What follows belongs to an exercise in optimizing a design on an open flow for small area and a short achievable clock period; a production flow would make more cautious choices. In this exercise RTL edits were held to simulation tests only and were not proved equivalent to the original. No activity file was given, so power comes from the tool's default toggle rates.

Setup of job 102:
// windlass_mac
module windlass_mac (
    input  wire        clk,
    input  wire        rst,
    input  wire        in_valid,
    input  wire        in_last,
    input  wire [31:0] in_a,
    input  wire [31:0] in_s,
    output reg         out_valid,
    output reg  [63:0] out_c
);
    wire [32:0] se = {in_s, 1'b0};
    wire        tv = in_valid & ~rst;
    reg  [31:0] a_r;
    reg  [15:0] x1_r, x2_r, ng_r;
    reg  [31:0] an_r;
    reg  [15:0] x1n_r, x2n_r, ngn_r;
    reg         l0;
    integer j;
    always @(posedge clk) begin
        a_r <= in_a;
        an_r <= ~in_a;
        l0  <= tv & in_last;
        for (j = 0; j < 16; j = j + 1) begin
            x1_r[j] <= tv & (se[2*j+1] ^ se[2*j]);
            x2_r[j] <= tv & ((se[2*j+2] & ~se[2*j+1] & ~se[2*j]) | (~se[2*j+2] & se[2*j+1] & se[2*j]));
            ng_r[j] <= tv & se[2*j+2];
            x1n_r[j] <= ~(tv & (se[2*j+1] ^ se[2*j]));
            x2n_r[j] <= ~(tv & ((se[2*j+2] & ~se[2*j+1] & ~se[2*j]) | (~se[2*j+2] & se[2*j+1] & se[2*j])));
            ngn_r[j] <= ~(tv & se[2*j+2]);
        end
    end
    wire [33:0] ae = {a_r[31], a_r, 1'b0};   
    wire [33:0] aen = {an_r[31], an_r, 1'b1};   
    wire [32:0] pp0;
    wire [32:0] pp1;
    wire [32:0] pp2;
    wire [32:0] pp3;
    wire [32:0] pp4;
    wire [32:0] pp5;
    wire [32:0] pp6;
    wire [32:0] pp7;
    wire [32:0] pp8;
    wire [32:0] pp9;
    wire [32:0] pp10;
    wire [32:0] pp11;
    wire [32:0] pp12;
    wire [32:0] pp13;
    wire [32:0] pp14;
    wire [32:0] pp15;
    genvar gi;
    generate for (gi = 0; gi < 33; gi = gi + 1) begin : g_pp
        if (gi < 17) begin : lo0
            assign pp0[gi] = ((x1_r[0] & ae[gi+1]) | (x2_r[0] & ae[gi])) ^ ng_r[0];
        end else begin : hi0
            assign pp0[gi] = ((~x1n_r[0] & ae[gi+1]) | (~x2n_r[0] & ae[gi])) ^ ~ngn_r[0];
        end
        if (gi < 17) begin : lo1
            assign pp1[gi] = ((x1_r[1] & ae[gi+1]) | (x2_r[1] & ae[gi])) ^ ng_r[1];
        end else begin : hi1
  ...
Size in the first run: ~3200 cells after synthesis, about 390 flip-flops, roughly 130 I/O pins, about 0.034 mm^2 of cells after synthesis.
==> flow/config.mk <==
export PLATFORM = sky130hd
export DESIGN_NAME = windlass_mac
export DESIGN_NICKNAME = windlass_mac
export VERILOG_FILES = /design/flow/design.v
export SDC_FILE = /design/flow/constraint.sdc
export NUM_CORES = 4
export LEC_CHECK = 0
export CAP_MARGIN = 20
export CORE_MARGIN = 2
export CORE_UTILIZATION = 55
export CTS_CLUSTER_SIZE = 32
export SLEW_MARGIN = 20
export SYNTH_HIERARCHICAL = 1
export SYNTH_MINIMUM_KEEP_SIZE = 0
==> flow/constraint.sdc <==
create_clock -name core_clock -period 11.0 [get_ports {clk}]
set_input_delay 2.2000 -clock core_clock [delete_from_list [all_inputs] [get_ports {clk}]]
set_output_delay 2.2000 -clock core_clock [all_outputs]
set_load 0.01 [all_outputs]
standard.sh (not shown) runs the stock make flow with config.mk's settings and CLKGATE_MAP_FILE= SYNTH_SCRIPT=/design/flow/synth_recipe.tcl, a recipe that flattens the netlist after the stock synthesis.
==> flow/flow/run.sh <==
#!/bin/bash
# Layout flow: the standard synthesis, unchanged, then the standard ORFS
# steps (floorplan to finish) with different repair settings:
#   - up to and including CTS, timing repair aims at the setup margin in
#     flow/margin.txt, so that the resizer works the design towards a shorter
#     period than the clock's; after CTS (global route onwards) it aims at the
#     margin in flow/margin_route.txt;
#   - extra make variables from flow/args.txt, one per line (resizer and
#     port-buffer options).
# The clock, the SDC and the design are the standard flow's. Each step's full output is
# in orfs/logs/ (ORFS's own logs) and in synth.log / cts.log / layout.log here.
set -uo pipefail
MARGIN=$(cat flow/margin.txt)
MARGIN_ROUTE=$(cat flow/margin_route.txt)
mapfile -t EXTRA < flow/args.txt
bash standard.sh synth > synth.log 2>&1 || exit 1
bash standard.sh SETUP_SLACK_MARGIN=$MARGIN TNS_END_PERCENT=100 "${EXTRA[@]}" cts > cts.log 2>&1 || exit 1
bash standard.sh SETUP_SLACK_MARGIN=$MARGIN_ROUTE TNS_END_PERCENT=100 "${EXTRA[@]}" finish > layout.log 2>&1
==> flow/flow/args.txt <==
MATCH_CELL_FOOTPRINT=0
BUFFER_PORTS_ARGS=-buffer_cell sky130_fd_sc_hd__buf_2
==> flow/flow/margin.txt <==
7.6
==> flow/flow/margin_route.txt <==
0
### job 102 -> job 101
# job 102
export LEC_CHECK = 0
export CAP_MARGIN = 20
export CORE_MARGIN = 2
export CORE_UTILIZATION = 55
export CTS_CLUSTER_SIZE = 32
export SLEW_MARGIN = 20
export SYNTH_HIERARCHICAL = 1
export SYNTH_MINIMUM_KEEP_SIZE = 0
create_clock -name core_clock -period 11.0 [get_ports {clk}]
# job 101
export LEC_CHECK = 0
export CAP_MARGIN = 20
export CORE_MARGIN = 2
export CORE_UTILIZATION = 40
export SLEW_MARGIN = 20
export SYNTH_HIERARCHICAL = 1
export SYNTH_MINIMUM_KEEP_SIZE = 0
create_clock -name core_clock -period 11.0 [get_ports {clk}]
==> flow/flow/margin.txt <==
7.75
==> comparison <==
Changes observed in job 101 relative to job 102: setup skew after layout rose 0.0076 ns, total net switching power shows an increase of 0.00033 W, first-pass GRT wire length now larger.
When job 101 is set beside job 102, its routed wirelength normalized by instance count turns out to be about 5% smaller.
Diff job 102 -> job 101 | final critical delay including setup and external delays | decrease of 0.12 ns
met4 as the highest metal layer used by the detailed router was reported by job 102, and met5 by job 101.
Going from job 102 to job 101, maximum clock frequency grows by 3.7%.
Across both runs, final cycle utilization of the critical path was lower for job 101 than for job 102.
Job 101: power 8.5% above job 102
Side by side, filler cell count turned out higher in job 101 than in job 102.
Relative to job 102, the via count measured on job 101 has increased slightly.
| global-route usage | lower: job 101 |

---

ember:
Starting RTL as in the previous note.
export LEC_CHECK = 0
export CAP_MARGIN = 20
export CORE_MARGIN = 2
export CORE_UTILIZATION = 55
export CTS_CLUSTER_DIAMETER = 60
export CTS_CLUSTER_SIZE = 18
export SLEW_MARGIN = 20
export SYNTH_HIERARCHICAL = 1
export SYNTH_MINIMUM_KEEP_SIZE = 0
create_clock -name core_clock -period 11.0 [get_ports {clk}]
==> flow/flow/margin.txt <==
7.6
Scripts as last shown in full above: flow/flow/run.sh, flow/flow/args.txt, flow/flow/margin_route.txt
ember did not stop at any stage, and its layout met the timing, DRC and antenna checks.
Inputs modified between ember and yarrow:
# ember
export LEC_CHECK = 0
export CAP_MARGIN = 20
export CORE_MARGIN = 2
export CORE_UTILIZATION = 55
export CTS_CLUSTER_DIAMETER = 60
export CTS_CLUSTER_SIZE = 18
export SLEW_MARGIN = 20
export SYNTH_HIERARCHICAL = 1
export SYNTH_MINIMUM_KEEP_SIZE = 0
create_clock -name core_clock -period 11.0 [get_ports {clk}]
# yarrow
export LEC_CHECK = 0
export CAP_MARGIN = 20
export CORE_MARGIN = 2
export CORE_UTILIZATION = 55
export SLEW_MARGIN = 20
export SYNTH_HIERARCHICAL = 1
export SYNTH_MINIMUM_KEEP_SIZE = 0
create_clock -name core_clock -period 11.0 [get_ports {clk}]
## What came out
yarrow and ember ended up with roughly the same setup clock skew after layout.
| final hold slack | ember vs yarrow | ≈ equal |
Worst voltage drop across the vdd grid across yarrow and ember: no real change.
diff inputs: yarrow => xenon
# yarrow
export LEC_CHECK = 0
export CAP_MARGIN = 20
export CORE_MARGIN = 2
export CORE_UTILIZATION = 55
export SLEW_MARGIN = 20
export SYNTH_HIERARCHICAL = 1
export SYNTH_MINIMUM_KEEP_SIZE = 0
create_clock -name core_clock -period 11.0 [get_ports {clk}]
# xenon
export LEC_CHECK = 0
export CAP_MARGIN = 20
export CORE_MARGIN = 2
export CORE_UTILIZATION = 55
export CTS_CLUSTER_SIZE = 28
export SLEW_MARGIN = 20
export SYNTH_HIERARCHICAL = 1
export SYNTH_MINIMUM_KEEP_SIZE = 0
create_clock -name core_clock -period 11.0 [get_ports {clk}]
Diff yarrow..xenon | share of the cycle needed by the critical path after routing | unchanged
xenon -> yarrow: number of primary I/O pins delta 0, exact match
Between yarrow and xenon, the difference in total die area is negligible.
On share of power burned in combinational logic, yarrow tracks xenon almost exactly.
Delta (xenon minus yarrow): wire length after detailed routing was more or less identical, share of the core filled with cells in the final layout was more or less identical.
Diff xenon..yarrow | post-synthesis instance total | negligible
Maximum buffer depth of the clock tree: xenon vs yarrow identical

---

Setup of 05-22:
windlass_mac again, from the RTL that the note above started with.
Settings: LEC_CHECK=0, CAP_MARGIN=20, CORE_MARGIN=2, CORE_UTILIZATION=55, SLEW_MARGIN=20, SYNTH_HIERARCHICAL=1, SYNTH_MINIMUM_KEEP_SIZE=0; clock period 11.0 ns.
==> flow/flow/margin.txt <==
7.7
Scripts as last shown in full above: flow/flow/run.sh, flow/flow/args.txt, flow/flow/margin_route.txt
05-22 has completed all stages; timing, DRC and antenna checks passed.
The following lists how 06-13 was set up differently from 05-22:
==> flow/flow/margin.txt <==
7.6
--- a/flow/config.mk
+++ b/flow/config.mk
@@ -8,5 +8,5 @@
 export CAP_MARGIN = 20
 export CORE_MARGIN = 2
-export CORE_UTILIZATION = 55
+export CORE_UTILIZATION = 40
 export SLEW_MARGIN = 20
 export SYNTH_HIERARCHICAL = 1
==> comparison <==
- 05-22 ended up with out_c[38] as its endpoint of the most critical setup path; 06-13 ended up with r1[43].
- For post-cts repair resize count, dividing the value from 06-13 by the value from 05-22 gives 0.50.
- Of 06-13 and 05-22, 06-13 shows the lower clock buffer count, with 05-22 above it.
- 06-13 completed end to end with timing, DRC and antenna clean.
- Looking at reported combinational group power across 06-13 and 05-22, the one that comes out higher is 05-22.
- Going from 05-22 to 06-13, routed wire length grows by about 2.2%.
- Die area (06-13 over 05-22): increase, 37%
- Count of standard-cell rows (05-22 / 06-13): 0.849

[separate check: timing with driven ports]
How much do the figures lean on ideal ports? The routed layouts below were timed once more, with nothing changed but the port constraints.
Step 1 (the two cells are an assumption about what drives the block):
set clk [get_ports {clk}]
set_driving_cell -lib_cell sky130_fd_sc_hd__clkbuf_16 $clk
set_driving_cell -lib_cell sky130_fd_sc_hd__buf_2 [delete_from_list [all_inputs] $clk]
Step 2 moves the port delays by t, midway between the first and last clock arrival at a register: inputs arrive t later, outputs are due t later. That takes back most of the time a late clock gives input paths.
Three values: ideal ports, drivers, drivers and shift; two values: the first two.
run	t, ns	setup slack, ns	worst setup path after step 2	worst slew at a driven data input, ns
job 102	0.633	7.512 / 7.512 / 7.336	input to register	0.06
job 101	0.646	7.635 / 7.635 / 7.336	input to register	0.07
ember	0.635	7.502 / 7.502 / 7.350	input to register	0.06
yarrow	0.633	7.512 / 7.512 / 7.336	input to register	0.06
xenon	0.633	7.512 / 7.512 / 7.336	input to register	0.06
05-22	0.631	7.523 / 7.523 / 7.337	input to register	0.06
06-13	0.629	7.507 / 7.507 / 7.363	input to register	0.07
After both steps every run listed still meets setup and hold. For job 101, which loses most, drivers alone change the setup slack by 0.000 ns; drivers and shift together by -0.299 ns.
